Source: an optimization exercise on an open RTL-to-GDS flow (aim: small area, a short achievable clock period and few clock cycles per item). Production flows keep margins and buffers that such runs may drop.
The RTL was checked by simulation tests, not by an equivalence proof against the original design.

==> design.v <==
module wm_div #(
    parameter W = 8,     
    parameter N = 8,     
    parameter S = 1      
) (
    input  wire [W+N-1:0] si,
    input  wire [W-1:0]   d,
    input  wire [W+1:0]   d3,
    output wire [W+N-1:0] so
);
    wire [W+N-1:0] st [0:S];
    assign st[0] = si;
    genvar i;
    generate
        for (i = 0; i < S; i = i + 1) begin : g_step
            wire [W+1:0] t  = {st[i][W+N-1:N], st[i][N-1:N-2]};
            wire [W+2:0] s1 = {1'b0, t} - {3'b000, d};
            wire [W+2:0] s2 = {1'b0, t} - {2'b00, d, 1'b0};
            wire [W+2:0] s3 = {1'b0, t} - {1'b0, d3};
            wire         g1 = ~s1[W+2];
            wire         g2 = ~s2[W+2];
            wire         g3 = ~s3[W+2];
            wire [W-1:0] rn = g3 ? s3[W-1:0] : g2 ? s2[W-1:0] : g1 ? s1[W-1:0] : t[W-1:0];
            if (N > 2) begin : g_n
                assign st[i+1] = {rn, st[i][N-3:0], g2, g3 | (g1 & ~g2)};
            end else begin : g_2
                assign st[i+1] = {rn, g2, g3 | (g1 & ~g2)};
            end
        end
    endgenerate
    assign so = st[S];
endmodule
module wire_step (
    input  wire               clk,
    input  wire               rst,
    input  wire               in_valid,
    output wire               in_ready,
    input  wire signed [16:0] code,      
    input  wire        [15:0] res,       
    input  wire        [15:0] cc,        
    input  wire        [15:0] cs,        
    input  wire        [15:0] rcs,       
    input  wire        [15:0] rsa,       
    input  wire        [7:0]  tlim,      
    input  wire signed [21:0] ta,        
    input  wire signed [21:0] tc,        
    input  wire signed [21:0] ts,        
    output wire               out_valid,
    input  wire               out_ready,
    output reg  signed [21:0] tc_new,
    output reg  signed [21:0] ts_new,
    output reg                trip
);
    localparam [37:0] F16 = 38'd152587890625;       
    localparam NST = 13;                  
    localparam CAP = NST + 3;             
    localparam DF  = CAP - 1;             
    localparam PW  = 4;                   
    localparam CW  = 5;                   
    reg [NST-1:0] v;                      
    reg           rdy_r;
    assign in_ready = rdy_r;
    wire in_fire = in_valid & rdy_r;
    reg signed [16:0] c0;
    reg        [15:0] res0, cc0, cs0;
    reg        [9:0]  rcs0;
    reg        [13:0] rsa0;
    reg        [7:0]  tl0;
    reg signed [21:0] ta0, tc0, ts0;
    always @(posedge clk) begin
        c0 <= code; res0 <= res; cc0 <= cc; cs0 <= cs;
        rcs0 <= rcs[9:0]; rsa0 <= rsa[13:0]; tl0 <= tlim;
        ta0 <= ta; tc0 <= tc; ts0 <= ts;
    end
    wire        n0  = c0[16];
    wire [15:0] a0  = n0 ? ~c0[15:0] : c0[15:0];           
    wire [32:0] c2w = a0 * a0 + (n0 ? {a0, 1'b1} : 17'd0);
    wire signed [30:0] tcx = tc0;
    wire signed [30:0] Xw  = 31'sd94351360 + (tcx <<< 9) - (tcx <<< 7) + (tcx <<< 3) + tcx;
    wire signed [22:0] es  = ts0 - tc0;
    wire signed [22:0] fs  = ta0 - ts0;
    wire signed [27:0] E1w = (es <<< 4) + (es <<< 2);      
    wire signed [27:0] F1w = (fs <<< 4) + (fs <<< 2);      
    wire        [11:0] rcs3w = {rcs0, 1'b0} + rcs0;
    wire        [15:0] rsa3w = {rsa0, 1'b0} + rsa0;
    wire [26:0] Eu  = E1w[27] ? ~E1w[26:0] : E1w[26:0];
    wire [26:0] Fu  = F1w[27] ? ~F1w[26:0] : F1w[26:0];
    wire [37:0] ks1w;
    wire [33:0] js1w;
    wm_div #(.W(10), .N(28), .S(1)) u_k1 (.si({11'd0, Eu}), .d(rcs0), .d3(rcs3w), .so(ks1w));
    wm_div #(.W(14), .N(20), .S(1)) u_j1 (.si({7'd0, Fu}),  .d(rsa0), .d3(rsa3w), .so(js1w));
    reg        [32:0] c2_1;
    reg signed [30:0] X1;
    reg        [37:0] ks1;
    reg        [33:0] js1;
    reg               nE1, nF1;
    reg        [15:0] res1, cc1, cs1;
    reg        [9:0]  rcs1;
    reg        [11:0] rcs3_1;
    reg        [13:0] rsa1;
    reg        [15:0] rsa3_1;
    reg        [7:0]  tl1;
    reg signed [21:0] tc1, ts1;
    always @(posedge clk) begin
        c2_1 <= c2w; X1 <= Xw; ks1 <= ks1w; js1 <= js1w; nE1 <= E1w[27]; nF1 <= F1w[27];
        res1 <= res0; cc1 <= cc0; cs1 <= cs0;
        rcs1 <= rcs0; rcs3_1 <= rcs3w;
        rsa1 <= rsa0; rsa3_1 <= rsa3w;
        tl1 <= tl0; tc1 <= tc0; ts1 <= ts0;
    end
    wire [48:0] A2w = c2_1 * res1;
    wire [37:0] ks2w;
    wire [33:0] js2w;
    wm_div #(.W(10), .N(28), .S(3)) u_k2 (.si(ks1), .d(rcs1), .d3(rcs3_1), .so(ks2w));
    wm_div #(.W(14), .N(20), .S(2)) u_j2 (.si(js1), .d(rsa1), .d3(rsa3_1), .so(js2w));
    reg        [48:0] A2;
    reg signed [30:0] X2;
    reg        [37:0] ks2;
    reg        [33:0] js2;
    reg               nE2, nF2;
    reg        [15:0] cc2, cs2;
    reg        [9:0]  rcs2;
    reg        [11:0] rcs3_2;
    reg        [13:0] rsa2;
    reg        [15:0] rsa3_2;
    reg        [7:0]  tl2;
    reg signed [21:0] tc2, ts2;
    always @(posedge clk) begin
        A2 <= A2w; X2 <= X1; ks2 <= ks2w; js2 <= js2w; nE2 <= nE1; nF2 <= nF1;
        cc2 <= cc1; cs2 <= cs1; rcs2 <= rcs1; rcs3_2 <= rcs3_1; rsa2 <= rsa1; rsa3_2 <= rsa3_1;
        tl2 <= tl1; tc2 <= tc1; ts2 <= ts1;
    end
    wire [79:0] H3w = A2 * X2[29:0] - (X2[30] ? {1'b0, A2, 30'd0} : 80'd0);
    wire [37:0] ks3w;
    wire [33:0] js3w;
    wm_div #(.W(10), .N(28), .S(3)) u_k3 (.si(ks2), .d(rcs2), .d3(rcs3_2), .so(ks3w));
    wm_div #(.W(14), .N(20), .S(2)) u_j3 (.si(js2), .d(rsa2), .d3(rsa3_2), .so(js3w));
    reg        [79:0] H3;
    reg        [37:0] ks3;
    reg        [33:0] js3;
    reg               nE3, nF3;
    reg        [15:0] cc3, cs3;
    reg        [9:0]  rcs3;
    reg        [11:0] rcs3_3;
    reg        [13:0] rsa3;
    reg        [15:0] rsa3_3;
    reg        [7:0]  tl3;
    reg signed [21:0] tc3, ts3;
    always @(posedge clk) begin
        H3 <= H3w; ks3 <= ks3w; js3 <= js3w; nE3 <= nE2; nF3 <= nF2;
        cc3 <= cc2; cs3 <= cs2; rcs3 <= rcs2; rcs3_3 <= rcs3_2; rsa3 <= rsa2; rsa3_3 <= rsa3_2;
        tl3 <= tl2; tc3 <= tc2; ts3 <= ts2;
    end
    wire        nH3 = H3[79];
    wire [58:0] U   = nH3 ? ~H3[77:19] : H3[77:19];
    wire [23:0] Uhi = U[58:35];
    wire [49:0] Uh  = {26'd0, Uhi};
    wire [49:0] UM  = (Uh << 24) - (Uh << 21) + (Uh << 19) - (Uh << 17) + (Uh << 15) + (Uh << 13)
                    - (Uh << 11) - (Uh << 9) - (Uh << 7) + (Uh << 4) + (Uh << 2);
    wire [37:0] ks4w;
    wire [33:0] js4w;
    wm_div #(.W(10), .N(28), .S(3)) u_k4 (.si(ks3), .d(rcs3), .d3(rcs3_3), .so(ks4w));
    wm_div #(.W(14), .N(20), .S(2)) u_j4 (.si(js3), .d(rsa3), .d3(rsa3_3), .so(js4w));
    reg        [21:0] Qe4;
    reg        [38:0] U4;
    reg        [18:0] r2_4;
    reg               nH4;
    reg        [37:0] ks4;
    reg        [33:0] js4;
    reg               nE4, nF4;
    reg        [15:0] cc4, cs4;
    reg        [9:0]  rcs4;
    reg        [11:0] rcs3_4;
    reg        [13:0] rsa4;
    reg        [15:0] rsa3_4;
    reg        [7:0]  tl4;
    reg signed [21:0] tc4, ts4;
    always @(posedge clk) begin
        Qe4 <= UM[47:26]; U4 <= U[38:0]; r2_4 <= H3[18:0]; nH4 <= nH3;
        ks4 <= ks4w; js4 <= js4w; nE4 <= nE3; nF4 <= nF3;
        cc4 <= cc3; cs4 <= cs3; rcs4 <= rcs3; rcs3_4 <= rcs3_3; rsa4 <= rsa3; rsa3_4 <= rsa3_3;
        tl4 <= tl3; tc4 <= tc3; ts4 <= ts3;
    end
    wire [38:0] Qx  = {17'd0, Qe4};
    wire [38:0] r5  = U4 - (Qx << 37) - (Qx << 34) + (Qx << 31) - (Qx << 27) + (Qx << 24)
                    + (Qx << 20) - (Qx << 17) - (Qx << 15) + (Qx << 12) + (Qx << 6) - Qx;
    wire [39:0] dd  = {1'b0, r5} - {2'b00, F16};
    wire [39:0] dd2 = {1'b0, r5} - {1'b0, F16, 1'b0};
    wire        ge5 = ~dd[39];
    wire [21:0] Qp  = Qe4 + ge5;                           
    wire signed [22:0] Qh5w  = nH4 ? ~{1'b0, Qp} : {1'b0, Qp};
    wire        [37:0] nsx5w = nH4 ? (ge5 ? dd[37:0] : r5[37:0]) : (ge5 ? ~dd2[37:0] : ~dd[37:0]);
    wire [37:0] ks5w;
    wire [33:0] js5w;
    wm_div #(.W(10), .N(28), .S(2)) u_k5 (.si(ks4), .d(rcs4), .d3(rcs3_4), .so(ks5w));
    wm_div #(.W(14), .N(20), .S(2)) u_j5 (.si(js4), .d(rsa4), .d3(rsa3_4), .so(js5w));
    reg signed [22:0] Qh5;
    reg        [37:0] nsx5;
    reg        [18:0] r2_5;
    reg        [37:0] ks5;
    reg        [33:0] js5;
    reg               nE5, nF5;
    reg        [15:0] cc5, cs5;
    reg        [9:0]  rcs5;
    reg        [11:0] rcs3_5;
    reg        [13:0] rsa5;
    reg        [15:0] rsa3_5;
    reg        [7:0]  tl5;
    reg signed [21:0] tc5, ts5;
    always @(posedge clk) begin
        Qh5 <= Qh5w; nsx5 <= nsx5w; r2_5 <= r2_4;
        ks5 <= ks5w; js5 <= js5w; nE5 <= nE4; nF5 <= nF4;
        cc5 <= cc4; cs5 <= cs4; rcs5 <= rcs4; rcs3_5 <= rcs3_4; rsa5 <= rsa4; rsa3_5 <= rsa3_4;
        tl5 <= tl4; tc5 <= tc4; ts5 <= ts4;
    end
    wire [37:0] ks6w;
    wm_div #(.W(10), .N(28), .S(2)) u_k6 (.si(ks5), .d(rcs5), .d3(rcs3_5), .so(ks6w));
    wire signed [27:0] k6w  = nE5 ? ~ks6w[27:0] : ks6w[27:0];
    wire        [9:0]  m6w  = nE5 ? rcs5 + ~ks6w[37:28] : ks6w[37:28];
    wire [33:0] js6w;
    wm_div #(.W(14), .N(20), .S(1)) u_j6 (.si(js5), .d(rsa5), .d3(rsa3_5), .so(js6w));
    wire signed [20:0] k26w = nF5 ? ~{1'b0, js6w[19:0]} : {1'b0, js6w[19:0]};
    wire        [13:0] m26w = nF5 ? rsa5 + ~js6w[33:20] : js6w[33:20];
    reg signed [22:0] Qh6;
    reg        [37:0] nsx6;
    reg        [18:0] r2_6;
    reg signed [27:0] k6;
    reg        [9:0]  m6;
    reg signed [20:0] k26;
    reg        [13:0] m26;
    reg        [15:0] cc6, cs6;
    reg        [9:0]  rcs6;
    reg        [13:0] rsa6;
    reg        [7:0]  tl6;
    reg signed [21:0] tc6, ts6;
    always @(posedge clk) begin
        Qh6 <= Qh5; nsx6 <= nsx5; r2_6 <= r2_5;
        k6 <= k6w; m6 <= m6w; k26 <= k26w; m26 <= m26w;
        cc6 <= cc5; cs6 <= cs5; rcs6 <= rcs5; rsa6 <= rsa5;
        tl6 <= tl5; tc6 <= tc5; ts6 <= ts5;
    end
    wire [56:0] nR  = {nsx6, ~r2_6};
    wire [67:0] mx  = {58'd0, m6};
    wire [67:0] dif = (mx << 56) + (mx << 53) - (mx << 50) + (mx << 46) - (mx << 43) - (mx << 39)
                    + (mx << 36) + (mx << 34) - (mx << 31) - (mx << 25) + (mx << 19)
                    - nR * rcs6 - rcs6;
    wire        cmp7w = ~dif[67];
    wire [23:0] p1  = m26 * rcs6;
    wire [23:0] p2  = m6 * rsa6;
    wire        lt7w = p1 < p2;
    wire signed [27:0] Nt7w = k6 + Qh6 + $signed({12'd0, cc6});
    wire signed [27:0] Ns7w = k26 - k6 + $signed({12'd0, cs6});
    reg signed [27:0] Nt7, Ns7;
    reg               cmp7, lt7;
    reg        [15:0] cc7, cs7;
    reg        [17:0] cc3_7, cs3_7;
    reg        [7:0]  tl7;
    reg signed [21:0] tc7, ts7;
    always @(posedge clk) begin
        Nt7 <= Nt7w; Ns7 <= Ns7w; cmp7 <= cmp7w; lt7 <= lt7w;
        cc7 <= cc6; cs7 <= cs6; cc3_7 <= {cc6, 1'b0} + cc6; cs3_7 <= {cs6, 1'b0} + cs6;
        tl7 <= tl6; tc7 <= tc6; ts7 <= ts6;
    end
    wire signed [27:0] Nt8 = Nt7 + $signed({27'd0, cmp7});
    wire signed [27:0] Ns8 = Ns7 - $signed({27'd0, lt7});
    wire        nT8 = Nt8[27];
    wire        nS8 = Ns8[27];
    wire [25:0] Vt  = nT8 ? ~Nt8[26:1] : Nt8[26:1];
    wire [25:0] Vs  = nS8 ? ~Ns8[26:1] : Ns8[26:1];
    wire        oT8 = {12'd0, Vt[25:22]} >= cc7;         
    wire        oS8 = {12'd0, Vs[25:22]} >= cs7;
    wire [37:0] ft8w, fs8w;
    wm_div #(.W(16), .N(22), .S(2)) u_ft8 (.si({12'd0, Vt}), .d(cc7), .d3(cc3_7), .so(ft8w));
    wm_div #(.W(16), .N(22), .S(2)) u_fs8 (.si({12'd0, Vs}), .d(cs7), .d3(cs3_7), .so(fs8w));
    reg        [37:0] ft8, fs8;
    reg               nT8r, nS8r, oT8r, oS8r;
    reg        [15:0] cc8, cs8;
    reg        [17:0] cc3_8, cs3_8;
    reg        [7:0]  tl8;
    reg signed [21:0] tc8, ts8;
    always @(posedge clk) begin
        ft8 <= ft8w; fs8 <= fs8w; nT8r <= nT8; nS8r <= nS8; oT8r <= oT8; oS8r <= oS8;
        cc8 <= cc7; cs8 <= cs7; cc3_8 <= cc3_7; cs3_8 <= cs3_7;
        tl8 <= tl7; tc8 <= tc7; ts8 <= ts7;
    end
    wire [37:0] ft9w, fs9w;
    wm_div #(.W(16), .N(22), .S(2)) u_ft9 (.si(ft8), .d(cc8), .d3(cc3_8), .so(ft9w));
    wm_div #(.W(16), .N(22), .S(2)) u_fs9 (.si(fs8), .d(cs8), .d3(cs3_8), .so(fs9w));
    reg        [37:0] ft9, fs9;
    reg               nT9, nS9, oT9, oS9;
    reg        [15:0] cc9, cs9;
    reg        [17:0] cc3_9, cs3_9;
    reg        [7:0]  tl9;
    reg signed [21:0] tc9, ts9;
    always @(posedge clk) begin
        ft9 <= ft9w; fs9 <= fs9w; nT9 <= nT8r; nS9 <= nS8r; oT9 <= oT8r; oS9 <= oS8r;
        cc9 <= cc8; cs9 <= cs8; cc3_9 <= cc3_8; cs3_9 <= cs3_8;
        tl9 <= tl8; tc9 <= tc8; ts9 <= ts8;
    end
    wire [37:0] ft10w, fs10w;
    wm_div #(.W(16), .N(22), .S(2)) u_ft10 (.si(ft9), .d(cc9), .d3(cc3_9), .so(ft10w));
    wm_div #(.W(16), .N(22), .S(2)) u_fs10 (.si(fs9), .d(cs9), .d3(cs3_9), .so(fs10w));
    reg        [37:0] ft10, fs10;
    reg               nT10, nS10, oT10, oS10;
    reg        [15:0] cc10, cs10;
    reg        [17:0] cc3_10, cs3_10;
    reg        [7:0]  tl10;
    reg signed [21:0] tc10, ts10;
    always @(posedge clk) begin
        ft10 <= ft10w; fs10 <= fs10w; nT10 <= nT9; nS10 <= nS9; oT10 <= oT9; oS10 <= oS9;
        cc10 <= cc9; cs10 <= cs9; cc3_10 <= cc3_9; cs3_10 <= cs3_9;
        tl10 <= tl9; tc10 <= tc9; ts10 <= ts9;
    end
    wire [37:0] ft11w, fs11w;
    wm_div #(.W(16), .N(22), .S(2)) u_ft11 (.si(ft10), .d(cc10), .d3(cc3_10), .so(ft11w));
    wm_div #(.W(16), .N(22), .S(2)) u_fs11 (.si(fs10), .d(cs10), .d3(cs3_10), .so(fs11w));
    reg        [37:0] ft11, fs11;
    reg               nT11, nS11, oT11, oS11;
    reg        [15:0] cc11, cs11;
    reg        [17:0] cc3_11, cs3_11;
    reg        [7:0]  tl11;
    reg signed [21:0] tc11, ts11;
    always @(posedge clk) begin
        ft11 <= ft11w; fs11 <= fs11w; nT11 <= nT10; nS11 <= nS10; oT11 <= oT10; oS11 <= oS10;
        cc11 <= cc10; cs11 <= cs10; cc3_11 <= cc3_10; cs3_11 <= cs3_10;
        tl11 <= tl10; tc11 <= tc10; ts11 <= ts10;
    end
    wire [37:0] ft12w, fs12w;
    wm_div #(.W(16), .N(22), .S(2)) u_ft12 (.si(ft11), .d(cc11), .d3(cc3_11), .so(ft12w));
    wm_div #(.W(16), .N(22), .S(2)) u_fs12 (.si(fs11), .d(cs11), .d3(cs3_11), .so(fs12w));
    reg        [37:0] ft12, fs12;
    reg               nT12, nS12, oT12, oS12;
    reg        [15:0] cc12, cs12;
    reg        [17:0] cc3_12, cs3_12;
    reg        [7:0]  tl12;
    reg signed [21:0] tc12, ts12;
    always @(posedge clk) begin
        ft12 <= ft12w; fs12 <= fs12w; nT12 <= nT11; nS12 <= nS11; oT12 <= oT11; oS12 <= oS11;
        cc12 <= cc11; cs12 <= cs11; cc3_12 <= cc3_11; cs3_12 <= cs3_11;
        tl12 <= tl11; tc12 <= tc11; ts12 <= ts11;
    end
    wire [37:0] ft13w, fs13w;
    wm_div #(.W(16), .N(22), .S(1)) u_ft13 (.si(ft12), .d(cc12), .d3(cc3_12), .so(ft13w));
    wm_div #(.W(16), .N(22), .S(1)) u_fs13 (.si(fs12), .d(cs12), .d3(cs3_12), .so(fs13w));
    wire [21:0] qt12 = ft13w[21:0];
    wire [21:0] qs12 = fs13w[21:0];
    localparam signed [23:0] TMAX = 24'sh1FFFFF;
    localparam signed [23:0] TMIN = -24'sh200000;
    wire signed [22:0] qt  = nT12 ? ~{1'b0, qt12} : {1'b0, qt12};
    wire signed [22:0] qs  = nS12 ? ~{1'b0, qs12} : {1'b0, qs12};
    wire signed [23:0] tcp = tc12 + qt;
    wire signed [23:0] tsp = ts12 + qs;
    wire [21:0] tc_r = oT12 ? (nT12 ? 22'h200000 : 22'h1FFFFF)
                     : (tcp > TMAX) ? 22'h1FFFFF : (tcp < TMIN) ? 22'h200000 : tcp[21:0];
    wire [21:0] ts_r = oS12 ? (nS12 ? 22'h200000 : 22'h1FFFFF)
                     : (tsp > TMAX) ? 22'h1FFFFF : (tsp < TMIN) ? 22'h200000 : tsp[21:0];
    wire        tr_r = oT12 ? ~nT12 : (tcp > $signed({6'd0, tl12, 10'd0}));
    wire [44:0] pdata = {tr_r, ts_r, tc_r};
    wire        pv = v[NST-1];
    always @(posedge clk) begin
        if (rst) v <= {NST{1'b0}};
        else     v <= {v[NST-2:0], in_fire};
    end
    reg [44:0]   mem [0:DF-1];
    reg [PW-1:0] wp, rp;
    reg [PW-1:0] fcnt;
    reg          ov_r;
    reg [CW-1:0] cnt;
    assign out_valid = ov_r;
    wire out_fire  = ov_r & out_ready;
    wire head_take = ~ov_r | out_ready;
    wire fne       = (fcnt != 0);
    wire rd        = head_take & fne;
    wire [PW-1:0] wp_n = (wp == DF - 1) ? {PW{1'b0}} : wp + 1'b1;
    wire [PW-1:0] rp_n = (rp == DF - 1) ? {PW{1'b0}} : rp + 1'b1;
    always @(posedge clk) begin
        if (pv) mem[wp] <= pdata;
        if (rd) {trip, ts_new, tc_new} <= mem[rp];
    end
    wire [CW-1:0] cnt_p = cnt + 1'b1;
    wire [CW-1:0] cnt_m = cnt - 1'b1;
    always @(posedge clk) begin
        if (rst) begin
            wp <= 0; rp <= 0; fcnt <= 0; ov_r <= 1'b0; cnt <= 0; rdy_r <= 1'b1;
        end else begin
            if (pv) wp <= wp_n;
            if (rd) rp <= rp_n;
            ov_r <= head_take ? fne : 1'b1;
            case ({pv, rd})
            2'b10: fcnt <= fcnt + 1'b1;
            2'b01: fcnt <= fcnt - 1'b1;
            default: ;
            endcase
            case ({in_fire, out_fire})
            2'b10: begin cnt <= cnt_p; rdy_r <= (cnt_p < CAP); end
            2'b01: begin cnt <= cnt_m; rdy_r <= (cnt_m < CAP); end
            default: rdy_r <= (cnt < CAP);
            endcase
        end
    end
endmodule
==> run.sh <==
#!/bin/bash
# synth_recipe.tcl (not shown) runs the flow's synth.tcl, then flattens the netlist and writes it again
# the make line also repeats each setting of config.mk as NAME=value (left out here)
make -C /OpenROAD-flow-scripts/flow DESIGN_CONFIG=/design/flow/config.mk WORK_HOME=/design/flow/orfs CLKGATE_MAP_FILE= SYNTH_SCRIPT=/design/flow/synth_recipe.tcl finish
==> config.mk <==
export PLATFORM = sky130hd
export DESIGN_NAME = wire_step
export DESIGN_NICKNAME = wire_step
export VERILOG_FILES = /design/flow/design.v
export SDC_FILE = /design/flow/constraint.sdc
export NUM_CORES = 4
export LEC_CHECK = 0
export ABC_CLOCK_PERIOD_IN_PS = 5000
export CAP_MARGIN = 20
export CORE_MARGIN = 2
export CORE_UTILIZATION = 40
export SLEW_MARGIN = 20
==> constraint.sdc <==
create_clock -name core_clock -period 20.0 [get_ports {clk}]
set_input_delay 4.0000 -clock core_clock [delete_from_list [all_inputs] [get_ports {clk}]]
set_output_delay 4.0000 -clock core_clock [all_outputs]
set_load 0.01 [all_outputs]
==> impl_metrics.csv, run 1 <==
group,metric,value,unit
run_status,outcome,"no timing/DRC/antenna violations",
global_routing,antenna_found_initial,80,
sta,min_period_over_period,0.5050,
yosys,syn_area,0.3117,mm²
place,gp_congestion,0.9045,
yosys,synth-xor-area-share,0.05575,
clock_network,clock_latency,1.13,ns
sta,timing_hold_violations_final,0,
global_routing,track_usage,0.2137,
clock_network,cts.sinks,3757,
yosys,yosysUniqueCellTypes,106,
global_routing,grt_overflow,0,
cells_and_area,post-route-util,0.4379,
clock_network,htreeDepth,5,
global_routing,grt_pass1_wl,1333000,µm
floorplanning,die_h,886.7,µm
yosys,synthMuxAreaShare,0.02639,
sta,worstMarginPinSlew,1.146,ns
cells_and_area,finish.net_count,39140,
yosys,async_flop_share,0,
place,io_buffers,213,
drt,first_pass_iters,9,
clock_network,cts-buffers-inserted,410,
cells_and_area,fin_area,0.3405,mm²
drt,ant_nets,0,
sta,fin_hold_ws,0.1822,ns
yosys,yosys_warnings,8,
critical_path,cp-start-kind,"register",
critical_path,cpMostUsedCell,"fa_1",
sta,tns,0,ns
clock_network,cts_hold_buffers,0,
floorplanning,die-width,886.7,µm
place,place_area,0.3257,mm²
floorplanning,die_area,0.7862,mm²
yosys,ys_seq_area_frac,0.2644,
place,hpwl,666100,µm
sta,clock_skew,0.1542,ns
clock_network,cts_tree,"done",
critical_path,worstPathMaxFanout,26,
cells_and_area,drive_gt1_frac,0.04907,
cells_and_area,fillerInstances,74120,
critical_path,cp_data_required_time,20.85,ns
yosys,synthCells,32320,
drt,wirelength,853700,µm
clock_network,cts_resized,0,
yosys,synth_top_family_by_area,"adder cells",
clock_network,clk_pin_slew_worst_paths,0.06,ns
job,drv_cap,0,
clock_network,post_cts_buffers,0,
clock_network,clock_path_buffers,4,
floorplanning,initial_core_util,0.4008,
clock_network,root_buffer,"clkbuf_16",
yosys,synthSimpleGateAreaFrac,0.1200,
drt,drtIter0Drc,13840,
yosys,avgSynthCellArea,9.642,µm²
sta,relSlewSlack,0.2347,
drt,drc,0,
floorplanning,core_area,0.7775,mm²
global_routing,grt_pass1_vias,234700,
sta,drv_slew,0,
yosys,synth_edf_count,720,
sta,finalSetupViolations,0,
drt,via_per_inst,5.241,
critical_path,end_kind,"register",
yosys,synth_adder_area_share,0.3465,
drt,wl_per_cell,19.86,µm
critical_path,crit_arrival,10.95,ns
floorplanning,core.rowCount,324,
critical_path,worstSetupPathType,"register to register",
cells_and_area,area_delta_synth_final,9.247,%
sta,timing.fmax,99.00,MHz
drt,num_vias,225300,
critical_path,critPathMaxStageDelay,0.77,ns
yosys,synth_compound_area_frac,0.1157,
floorplanning,ios,222,
hold_path,hp-class,"register to register",
yosys,ys_ff_latch,3757,
sta,grt_setup_unrepaired,"false",
sta,finalCriticalPeriod,10.10,ns
global_routing,grt_max_degree,111,
yosys,ys.flop_type,"dfxtp_1",
critical_path,cpMaxStageDelayCell,"o41ai_1",
[cells in the mapped netlist (all sizes together), types with 405 or more instances]
| cell | number | area, µm² |
|---|---|---|
| and2 | 949 | 5937 |
| clkbuf | 813 | 3052 |
| xor2 | 736 | 6446 |
| dfxtp | 3037 | 60800 |
| xnor2 | 1248 | 10930 |
| fa | 3257 | 65200 |
| o21ai | 1336 | 6690 |
| a21oi | 1490 | 7472 |
| nor2b | 422 | 2640 |
| nand2b | 483 | 3022 |
| nor3 | 454 | 2288 |
| inv | 4924 | 18480 |
| ha | 3421 | 42800 |
| edfxtp | 720 | 21620 |
| a21o | 652 | 4903 |
| nand3 | 405 | 2027 |
| nor2 | 1363 | 5116 |
| nand2 | 2977 | 11180 |
[area by class of cell]
class	instances	area (µm²)	area share
well taps	10270	12850	0.03774
clock buffers	531	11500	0.03379
repair buffers	499	4287	0.01259
diodes	81	202.7	0.0005953
inverters	4930	18510	0.05435
multi-input cells	22690	207500	0.6093
clock inverters	238	3082	0.009051
flip-flops and latches	3757	82590	0.2426
[routing by layer]
layer | GRT usage | up-vias | share of wire
met3 | 0.02975 | 1461 | 0.055
li1 | - | 106700 | -
met5 | 0 | - | 0.00012
met4 | 0.09081 | 16 | 0.047
met2 | 0.3607 | 5854 | 0.47
met1 | 0.2750 | 111300 | 0.43
[critical path: cells and delay by family (launching register included)]
kind	cells	cell delay (ns)
flip-flops	1	0.31
buffers and inverters	7	1.13
adder cells (fa/ha/maj)	9	4.46
XOR/XNOR	1	0.15
AO/OA/AOI/OAI	10	2.98
AND/OR/NAND/NOR	3	0.86
[state kept, by name (all words and copies together), names as in the netlist, 39 cells and up]
name,count
A2,49
H3,79
U4,39
mem,675
[final timing paths]
kind | from | to | slack, ns | depth (start not counted)
worst min register to register | cs3[14]$_DFF_P_ | cs4[14]$_DFF_P_ | 0.18 | 0
worst max-delay path | X2[9]$_DFF_P_ | H3[77]$_DFF_P_ | 9.90 | 30
worst min-delay path | cs3[14]$_DFF_P_ | cs4[14]$_DFF_P_ | 0.18 | 0
worst max register to register | X2[9]$_DFF_P_ | H3[77]$_DFF_P_ | 9.90 | 30
[cells in the final DEF (no fill, tap or decap), types with 947 or more instances in the layout]
cell type	instances
dfxtp_1	2950
nand2_1	2976
o21ai_0	1287
inv_1	4923
xnor2_1	1246
fa_1	3257
a21oi_1	1485
nor2_1	1356
ha_1	3421
and2_1	947
[per-stage QoR]
stage                     instances  setup WS [ns]
after floorplan               32330          11.57
after detailed placement      42140          10.08
after global placement        42140          10.13
final                         42990          9.899
after CTS                     42910          10.04
after global routing          42940          9.005
[cell families after synthesis]
family          count (synthesis)
xor+xnor                     1984
other cells                     2
flops                        3757
buf+inv                      5880
fa+ha+maj                    6678
compound gates               5607
simple gates                 7824
mux                           590
Testbench counts, summed over its fixed seeds: cycles 4,120, steps 4,000.
==> inputs of run 2 (changes only) <==
--- a/design.v
+++ b/design.v
@@ -32,2 +32,62 @@
 endmodule
+module wm_mul #(
+    parameter NA = 8,
+    parameter NB = 8,
+    parameter NR = 16
+) (
+    input  wire [NA-1:0] a,
+    input  wire [NB-1:0] b,
+    output wire [NR-1:0] p
+);
+    localparam ND = (NB + 1) / 2;
+    wire [2*ND:0] bx = {{(2*ND-NB){b[NB-1]}}, b, 1'b0};
+    wire [NR-1:0] acc [0:ND];
+    function [NR-1:0] kconst(input integer dummy);
+        integer j;
+        begin
+            kconst = {NR{1'b0}};
+            for (j = 0; j < ND; j = j + 1)
+                if (NA + 1 + 2 * j < NR) kconst = kconst - ({{(NR-1){1'b0}}, 1'b1} << (NA + 1 + 2 * j));
+        end
+    endfunction
+    assign acc[0] = kconst(0);
+    genvar i;
+    generate
+        for (i = 0; i < ND; i = i + 1) begin : g_row
+            wire x2 = bx[2*i+2], x1 = bx[2*i+1], x0 = bx[2*i];
+            wire one = x1 ^ x0;
+            wire two = (x2 & ~x1 & ~x0) | (~x2 & x1 & x0);
+            wire [NA:0] m  = ({(NA+1){one}} & {1'b0, a}) | ({(NA+1){two}} & {a, 1'b0});
+            wire [NA:0] xm = m ^ {(NA+1){x2}};
+            wire [NR-1:0] row = {{(NR-NA-2){1'b0}}, ~x2, xm};
+            wire [NR-1:0] ngb = {{(NR-1){1'b0}}, x2};
+            assign acc[i+1] = acc[i] + (row << (2 * i)) + (ngb << (2 * i));
+        end
+    endgenerate
+    assign p = acc[ND];
+endmodule
+module wm_sq #(
+    parameter N = 16
+) (
+    input  wire [N-1:0]  a,
+    input  wire          n,
+    output wire [2*N:0]  p
+);
+    wire [2*N:0] acc [0:N];
+    assign acc[0] = n ? {{N{1'b0}}, a, 1'b1} : {(2*N+1){1'b0}};    
+    genvar i;
+    generate
+        for (i = 0; i < N; i = i + 1) begin : g_row
+            wire [2*N:0] row;
+            if (i < N - 1) begin : g_x
+                wire [N-2-i:0] x = a[N-1:i+1] & {(N-1-i){a[i]}};
+                assign row = ({{(N+i+2){1'b0}}, x} << (2 * i + 2)) | ({{(2*N){1'b0}}, a[i]} << (2 * i));
+            end else begin : g_d
+                assign row = {{(2*N){1'b0}}, a[i]} << (2 * i);
+            end
+            assign acc[i+1] = acc[i] + row;
+        end
+    endgenerate
+    assign p = acc[N];
+endmodule
 module wire_step (
@@ -76,3 +136,4 @@
     wire [15:0] a0  = n0 ? ~c0[15:0] : c0[15:0];           
-    wire [32:0] c2w = a0 * a0 + (n0 ? {a0, 1'b1} : 17'd0);
+    wire [32:0] c2w;
+    wm_sq #(.N(16)) u_sq (.a(a0), .n(n0), .p(c2w));
     wire signed [30:0] tcx = tc0;
@@ -110,6 +171,7 @@
     end
-    wire [48:0] A2w = c2_1 * res1;
+    wire [48:0] A2w;
+    wm_mul #(.NA(33), .NB(17), .NR(49)) u_mA (.a(c2_1), .b({1'b0, res1}), .p(A2w));
     wire [37:0] ks2w;
     wire [33:0] js2w;
-    wm_div #(.W(10), .N(28), .S(3)) u_k2 (.si(ks1), .d(rcs1), .d3(rcs3_1), .so(ks2w));
+    wm_div #(.W(10), .N(28), .S(2)) u_k2 (.si(ks1), .d(rcs1), .d3(rcs3_1), .so(ks2w));
     wm_div #(.W(14), .N(20), .S(2)) u_j2 (.si(js1), .d(rsa1), .d3(rsa3_1), .so(js2w));
@@ -132,3 +194,4 @@
     end
-    wire [79:0] H3w = A2 * X2[29:0] - (X2[30] ? {1'b0, A2, 30'd0} : 80'd0);
+    wire [79:0] H3w;
+    wm_mul #(.NA(49), .NB(31), .NR(80)) u_mH (.a(A2), .b(X2), .p(H3w));
     wire [37:0] ks3w;
@@ -194,3 +257,3 @@
     wire [33:0] js5w;
-    wm_div #(.W(10), .N(28), .S(2)) u_k5 (.si(ks4), .d(rcs4), .d3(rcs3_4), .so(ks5w));
+    wm_div #(.W(10), .N(28), .S(3)) u_k5 (.si(ks4), .d(rcs4), .d3(rcs3_4), .so(ks5w));
     wm_div #(.W(14), .N(20), .S(2)) u_j5 (.si(js4), .d(rsa4), .d3(rsa3_4), .so(js5w));
--- a/config.mk
+++ b/config.mk
@@ -10,3 +10,3 @@
 export CORE_MARGIN = 2
-export CORE_UTILIZATION = 40
+export CORE_UTILIZATION = 50
 export SLEW_MARGIN = 20
==> run 2 against run 1 <==
Effect of this change:
- still clean on timing, DRC and antenna
- die area is 21% lower
- first-iteration DRC count is 45% higher
- worst hold slack better by 0.067 ns
- synthesized area is 0.95% lower
- synthesized cell count is 5.8% higher
- register-to-register slack worse by 1.0 ns
- core utilization is 10 points higher
- largest cell class unchanged
==> impl_metrics.csv, run 2 <==
group,metric,value,unit
global_routing,track_usage,0.2796,
sta,timing_hold_violations_final,0,
sta,clock_skew,0.09920,ns
clock_network,root_buffer,"clkbuf_16",
sta,drv_slew,0,
cells_and_area,reg_top3,"mem: 675 flops, H3: 79 flops, A2: 49 flops",
drt,wirelength,895000,µm
global_routing,grt_max_degree,209,
drt,drtIter0Drc,20040,
sta,finalSetupViolations,0,
critical_path,crit_arrival,12.00,ns
critical_path,r2r_setup_slack,8.89,ns
drt,drc,0,
yosys,synth_top_area_share,0.1969,
clock_network,cts-buffers-inserted,406,
drt,via_per_inst,5.798,
place,hpwl,669800,µm
clock_network,post_cts_buffers,0,
cells_and_area,finish.net_count,39320,
yosys,yosys_warnings,11,
yosys,yosysMostFrequentCell,"inv_1",
cells_and_area,final-instance-count-excl-fill,41970,
yosys,yosysUniqueCellTypes,108,
critical_path,worstSetupPathType,"register to register",
global_routing,grt_overflow,0,
sta,worstMarginPinSlew,1.177,ns
cells_and_area,final_common_cell,"inv_1",
clock_network,cts_hold_buffers,0,
yosys,ys_ff_latch,3757,
global_routing,grt_pass1_vias,241300,
clock_network,clock_latency,1.06,ns
yosys,ys_seq_area_frac,0.2670,
cells_and_area,largest_register_ffs,675,
job,drv_cap,0,
floorplanning,initial_core_util,0.5019,
critical_path,cp-start-kind,"register",
floorplanning,die-width,789.8,µm
run_status,outcome,"no timing/DRC/antenna violations",
clock_network,cts_resized,0,
global_routing,antenna_found_initial,57,
place,io_buffers,213,
drt,wl_per_cell,21.33,µm
place,gp_congestion,0.9414,
yosys,ys_top_cells_by_area,"dfxtp_1 20%, fa_1 15%, ha_1 14%, edfxtp_1 7.0%, inv_1 5.0%",
drt,ant_nets,0,
yosys,syn_area,0.3087,mm²
clock_network,cts.sinks,3757,
yosys,synth_commonest_cells,"4,071 x inv_1, 3,433 x ha_1, 3,037 x dfxtp_1, 2,616 x a21oi_1, 2,524 x nand2_1",
sta,timing.fmax,90.02,MHz
clock_network,htreeDepth,5,
critical_path,end_kind,"register",
global_routing,grt_pass1_wl,1385000,µm
floorplanning,core.rowCount,288,
cells_and_area,area_delta_synth_final,7.682,%
floorplanning,ios,222,
yosys,synthCells,34210,
cells_and_area,fillerInstances,55540,
sta,tns,0,ns
cells_and_area,final_cell_mix,"4,068 x inv_1, 3,433 x ha_1, 2,932 x dfxtp_1",
yosys,avgSynthCellArea,9.024,µm²
drt,num_vias,243300,
sta,finalCriticalPeriod,11.11,ns
clock_network,clock_path_buffers,4,
clock_network,cts_tree,"done",
sta,grt_setup_unrepaired,"false",
sta,relSlewSlack,0.2151,
yosys,async_flop_share,0,
critical_path,critPathMaxStageDelay,0.97,ns
critical_path,cpMaxStageDelayCell,"o41ai_1",
place,dp_cells,41180,
hold_path,hp-class,"register to register",
cells_and_area,drive_gt1_frac,0.05267,
floorplanning,die_h,789.8,µm
sta,min_period_over_period,0.5554,
floorplanning,die_area,0.6237,mm²
clock_network,clk_pin_slew_worst_paths,0.07,ns
cells_and_area,ff_latch_area,0.08262,mm²
cells_and_area,multi_input_comb_area,0.2046,mm²
yosys,synth_top_cell_by_area,"dfxtp_1",
cells_and_area,regMostFlops,"mem",
floorplanning,core_area,0.6151,mm²
drt,first_pass_iters,7,
yosys,ys.flop_type,"dfxtp_1",
critical_path,cp_data_required_time,20.89,ns
yosys,synth_edf_count,720,
critical_path,worstPathMaxFanout,66,
critical_path,cpMostUsedCell,"fa_1",
## run 2: layer usage
| layer | vias up | track usage | routed length, µm | part of all wire |
|---|---|---|---|---|
| li1 | 115700 | - | - | - |
| met1 | 117500 | 0.3680 | 382000 | 0.43 |
| met2 | 8288 | 0.4601 | 407900 | 0.46 |
| met3 | 1844 | 0.04427 | 63400 | 0.071 |
| met4 | 10 | 0.1133 | 41610 | 0.046 |
| met5 | - | 0 | 62 | 0.000069 |
## run 2: area by class of cell
| type | instances | share of cell area |
|---|---|---|
| diodes | 35 | 0.0002635 |
| clock buffers | 523 | 0.03425 |
| clock inverters | 228 | 0.007863 |
| inverters | 4091 | 0.04619 |
| multi-input cells | 24550 | 0.6155 |
| flip-flops and latches | 3757 | 0.2485 |
| well taps | 8120 | 0.03056 |
| repair buffers | 667 | 0.01678 |
## run 2: worst paths after layout
kind / from / end / cells after the start
setup / recovery: X2[9]$_DFF_P_ / H3[77]$_DFF_P_ / 30
hold reg to reg: cs5[3]$_DFF_P_ / cs6[3]$_DFF_P_ / 0
setup reg to reg: X2[9]$_DFF_P_ / H3[77]$_DFF_P_ / 30
hold / removal: cs5[3]$_DFF_P_ / cs6[3]$_DFF_P_ / 0
## run 2: critical path, delay by kind of cell, from the launching register on
family | cells | cell delay, ns
AND/OR/NAND/NOR | 4 | 0.39
buffers and inverters | 5 | 2.08
XOR/XNOR | 2 | 0.33
AO/OA/AOI/OAI | 12 | 3.49
flip-flops | 1 | 0.82
adder cells (fa/ha/maj) | 7 | 3.78
## run 2: cells by family after synthesis
kind of cell,share of synthesized area
AO/OA/AOI/OAI,0.1783
XOR/XNOR,0.05620
adder cells (fa/ha/maj),0.2896
buffers and inverters,0.07193
flip-flops,0.2670
multiplexers,0.02802
AND/OR/NAND/NOR,0.1090
## run 2: metrics by stage
step                        util  setup WS (ns)  cell area [µm²]  hold WS [ns]
after detailed placement  0.5174          9.021           318300        0.3118
after CTS                 0.5402          9.075           332300        0.2300
final                     0.5404          8.891           332400        0.2496
after global placement    0.5174          9.191           318300        0.3088
after floorplan                -          11.24           308700        0.3096
after global routing      0.5403          8.467           332300        0.2515
Testbench counts of run 2, summed over its fixed seeds: cycles 4,120, steps 4,000.

port drivers added, routing unchanged:
The flow's constraints put no driver on any port. The routed layouts listed below were extracted and timed again, unchanged, in two steps. Step 1 (the two cells are an assumption about what drives the block):
set clk [get_ports {clk}]
set_driving_cell -lib_cell sky130_fd_sc_hd__clkbuf_16 $clk
set_driving_cell -lib_cell sky130_fd_sc_hd__buf_2 [delete_from_list [all_inputs] $clk]
Step 2 times the ports against the registers' clock, not the clock port: input delays grow and output delays shrink by t, the midpoint of the rising clock arrivals with the driver on. a / b / c = ideal ports / drivers / drivers and shift; a / b = the first two.
run | t (ns) | setup WS [ns] | latest minus earliest clock arrival (ns) | pins driven straight from the clock port
run 1 | 1.193 | 9.899 / 9.899 / 9.899 | 0.169 / 0.168 | 1
run 2 | 1.136 | 8.891 / 8.891 / 8.891 | 0.107 / 0.107 | 1
After both steps setup and hold are still met in every run listed.
